Source: an optimization exercise on an open RTL-to-GDS flow (aim: small area). Production flows keep margins and buffers that such runs may drop.
Only simulation tests tie the RTL to the original design; equivalence was not proved.
Power figures rest on the tool's default switching activity, not on a simulated workload.

==> flow/design.v (excerpt) <==
module vg63_loop_law (
    input  wire        clk,
    input  wire        rst,
    input  wire        cfg_we,
    input  wire [6:0]  cfg_addr,
    input  wire [31:0] cfg_wdata,
    input  wire        in_valid,
    output wire        in_ready,
    input  wire [31:0] in_e,
    input  wire [31:0] in_vn,
    input  wire [31:0] in_an,
    output reg         out_valid,
    output wire [31:0] out_y,
    output wire [31:0] out_ye,
    output reg         out_hi,
    output reg         out_lo,
    output reg         out_frozen
);
Settings: LEC_CHECK=0, CAP_MARGIN=20, CORE_MARGIN=2, CORE_UTILIZATION=75, CTS_BUF_LIST=sky130_fd_sc_hd__clkbuf_8, CTS_CLUSTER_DIAMETER=50, CTS_CLUSTER_SIZE=16, PLACE_DENSITY=0.82, SLEW_MARGIN=20; clock period 18.0 ns.
standard.sh (not shown) runs the stock make flow with config.mk's settings and CLKGATE_MAP_FILE= SYNTH_SCRIPT=/design/flow/synth_recipe.tcl, a recipe that flattens the netlist after the stock synthesis.
==> flow/flow/run.sh <==
#!/bin/bash
# The standard layout (standard.sh), with two of its settings changed:
# ports buffered with buf_1, and a clock tree without dummy loads.
set -euo pipefail
export BUFFER_PORTS_ARGS="-buffer_cell sky130_fd_sc_hd__buf_1"
export CTS_ARGS="-sink_clustering_enable -repair_clock_nets -sink_clustering_size 16 -sink_clustering_max_diameter 50 -buf_list sky130_fd_sc_hd__clkbuf_8 -dont_use_dummy_load"
bash standard.sh finish > standard_flow.log 2>&1
Change:
--- a/flow/design.v
+++ b/flow/design.v
@@ -402,40 +402,40 @@
             reg [7:0] r;
             always @(posedge clk) r <= {r[6:0], wcf[0] ? W[g] : r[7]};
             assign qb0[g] = r[(6 + TR) % 8];
         end
         for (g = 0; g < 31; g = g + 1) begin : RC
             localparam integer I = g / 4;
             reg [31:0] r;
             always @(posedge clk) r <= {r[30:0], wcf[1] ? W[g] : r[31]};
-            assign qb12[g] = r[(14 + 2 * I) % 32];
-            assign qa12[g] = r[(31 + 2 * I) % 32];
+            assign qb12[g] = r[(7 + 2 * I) % 32];
+            assign qa12[g] = r[(24 + 2 * I) % 32];
         end
         for (g = 0; g < 32; g = g + 1) begin : RS12L
             localparam integer I = g / 4;
             reg [15:0] r;
             wire we = clr || w1lo[I] || w2lo[I];
             always @(posedge clk) r <= {r[14:0], we ? dout[g % 4] : r[15]};
-            assign qs1[g] = r[(13 - I) % 16];
+            assign qs1[g] = r[(20 - I) % 16];
             assign qs2[g] = r[6];
         end
         for (g = 32; g < 62; g = g + 1) begin : RS12H
             localparam integer I = (g - 32) / 4;
             reg [15:0] r;
             wire we = clr || w1hi || w2hi;
             always @(posedge clk) r <= {r[14:0], we ? A[g - 32] : r[15]};
-            assign qs1[g] = r[(14 + I) % 16];
+            assign qs1[g] = r[(5 + I) % 16];
             assign qs2[g] = r[(7 + 2 * I) % 16];
         end
         if (1) begin : RS1T
             reg [7:0] r;
             wire we = clr || w1hi;
             always @(posedge clk) r <= {r[6:0], we ? A[30] : r[7]};
-            assign qs1[62] = r[5];
+            assign qs1[62] = r[4];
         end
     endgenerate
     wire [3:0] b0d  [0:7];
     wire [3:0] b12d [0:7];
     wire [3:0] a12d [0:7];
     wire [3:0] s1ld [0:7];
     wire [3:0] s1hd [0:7];
     wire [3:0] s2ld [0:7];
@@ -488,32 +488,34 @@
         rmin <= {rmin[27:0], (pend && adr == 7'h42) ? edig : omn};
         rmax <= {rmax[27:0], (pend && adr == 7'h43) ? edig : omx};
         rslw <= {rslw[27:0], (pend && adr == 7'h44) ? edig : slw};
         rye  <= {rye[27:0],  clr ? 4'd0 : wye ? yen : yep};
     end
     wire       in_step = (st == ST_FWD) || (st == ST_UPD);
     wire       dig_c   = in_step && (c[6:3] == 4'd0);         
     wire       rnd_c   = in_step && (c == 7'd8);
-    wire       s1ph    = (c[6:4] == 3'd1);
-    wire       s2ph    = (c[6:3] == 4'd5) || (c[6:3] == 4'd6);
-    wire [2:0] pi      = s1ph ? c[3:1] : {~c[3], c[2:1]};           
-    wire       pfirst  = !c[0];
-    wire       in_pair = (st == ST_UPD) && (s1ph || s2ph);
+    wire       s1ph    = (c <= 7'd24);
+    wire [6:0] cq      = s1ph ? c - 7'd9 : c - 7'd33;
+    wire [2:0] pi      = cq[3:1];                               
+    wire       pfirst  = !cq[0];
+    wire       in_pair = (st == ST_UPD) &&
+                         (((c >= 7'd9) && (c <= 7'd24)) || ((c >= 7'd33) && (c <= 7'd48)));
     wire       kodd    = k[0];
     wire [1:0] rx = (st == ST_FWD) ? ((k == 3'd0) ? 2'd0 : 2'd2) : (kodd ? 2'd2 : 2'd0);
     wire [1:0] ry = kodd ? 2'd0 : 2'd2;
     wire [3:0] ph_n     = ph[3:0] + 4'd1;
     wire       n_step   = (st_n == ST_FWD) || (st_n == ST_UPD);
     wire       n_dig    = n_step && (c_n[6:3] == 4'd0);            
-    wire       n_s1ph   = (c_n[6:4] == 3'd1);
-    wire       n_s2ph   = (c_n[6:3] == 4'd5) || (c_n[6:3] == 4'd6);
-    wire [2:0] n_pi     = n_s1ph ? c_n[3:1] : {~c_n[3], c_n[2:1]};
-    wire       n_pfirst = !c_n[0];
-    wire       n_pair   = (st_n == ST_UPD) && (n_s1ph || n_s2ph);
+    wire       n_s1ph   = (c_n <= 7'd24);
+    wire [6:0] n_cq     = n_s1ph ? c_n - 7'd9 : c_n - 7'd33;
+    wire [2:0] n_pi     = n_cq[3:1];
+    wire       n_pfirst = !n_cq[0];
+    wire       n_pair   = (st_n == ST_UPD) &&
+                          (((c_n >= 7'd9) && (c_n <= 7'd24)) || ((c_n >= 7'd33) && (c_n <= 7'd48)));
     wire [1:0] n_rx     = (st_n == ST_FWD) ? ((k_n == 3'd0) ? 2'd0 : 2'd2) :
                           (k_n[0] ? 2'd2 : 2'd0);
     wire [1:0] n_ry     = k_n[0] ? 2'd0 : 2'd2;
     wire [2:0] n_idx    = n_dig ? c_n[2:0] : n_pi;
     wire [7:0] n_oh     = 8'd1 << n_idx;
     wire       f_b0     = n_dig;
     wire       f_b12    = n_pair && n_pfirst;
     wire       f_a12    = n_pair && !n_pfirst;
@@ -606,18 +608,18 @@
                 3'd2: wcf[1] = (ph[4:3] == adr[4:3] + 2'd3);
                 default: ;
             endcase
         end
         for (ii = 0; ii < 8; ii = ii + 1) begin
             w1lo[ii] = in_pair && !pfirst && s1ph && (pi == ii) && !frz;
             w2lo[ii] = in_pair && !pfirst && !s1ph && (pi == ii) && !frz;
         end
-        w1hi = (st == ST_UPD) && (c == 7'd32) && !frz;
-        w2hi = (st == ST_UPD) && (c == 7'd56) && !frz;
+        w1hi = (st == ST_UPD) && (c == 7'd25) && !frz;
+        w2hi = (st == ST_UPD) && (c == 7'd49) && !frz;
     end
     reg bnz, bsg, pfx, T, lzv, q0, q1;
     reg [2:0] lz;
     wire [30:0] PX = (rx == 2'd0) ? E : W;
     wire xnz = |PX;
     wire xs  = PX[30];
     wire pin = pfx ^ bsg;
     wire sgG = T ^ pin;
Result:
- The new run passed the timing, design-rule and antenna checks
- cell area went up by about 0.9%
- routed wire length went up by 3.3%
- setup slack degrades by 0.35 ns
- utilization grows by 0.37 points
- die area came out higher by 0.74%
- total power came out higher by about 0.6%
- first-iteration DRC count went up by 5.2%
- fmax drops by 2.3%
- global-route usage rises by 0.69 points
- count of clock-buffer cells in the layout rises by 4

-- port drivers added, routing unchanged --
Ports are ideal in the flow. The routed layouts listed here were re-timed in OpenROAD. Step 1 sets driving cells, clkbuf_16 on the clock port and buf_2 on the other inputs (assumed; they add their load-dependent delay and slew). Step 2, shift: input delay + t, output delay - t, t = (earliest + latest rising clock arrival at the registers) / 2. This alone moves slack from input paths to output paths. Slacks: no drivers / after step 1 / after step 2; pairs: no drivers / after step 1.
run | t, ns | slack for setup (ns) | latest minus earliest clock arrival (ns)
the first run | 0.927 | 2.972 / 2.972 / 2.972 | 0.107 / 0.108
the second run | 0.941 | 2.623 / 2.623 / 2.623 | 0.112 / 0.112
After both steps setup and hold are still met in every run listed.
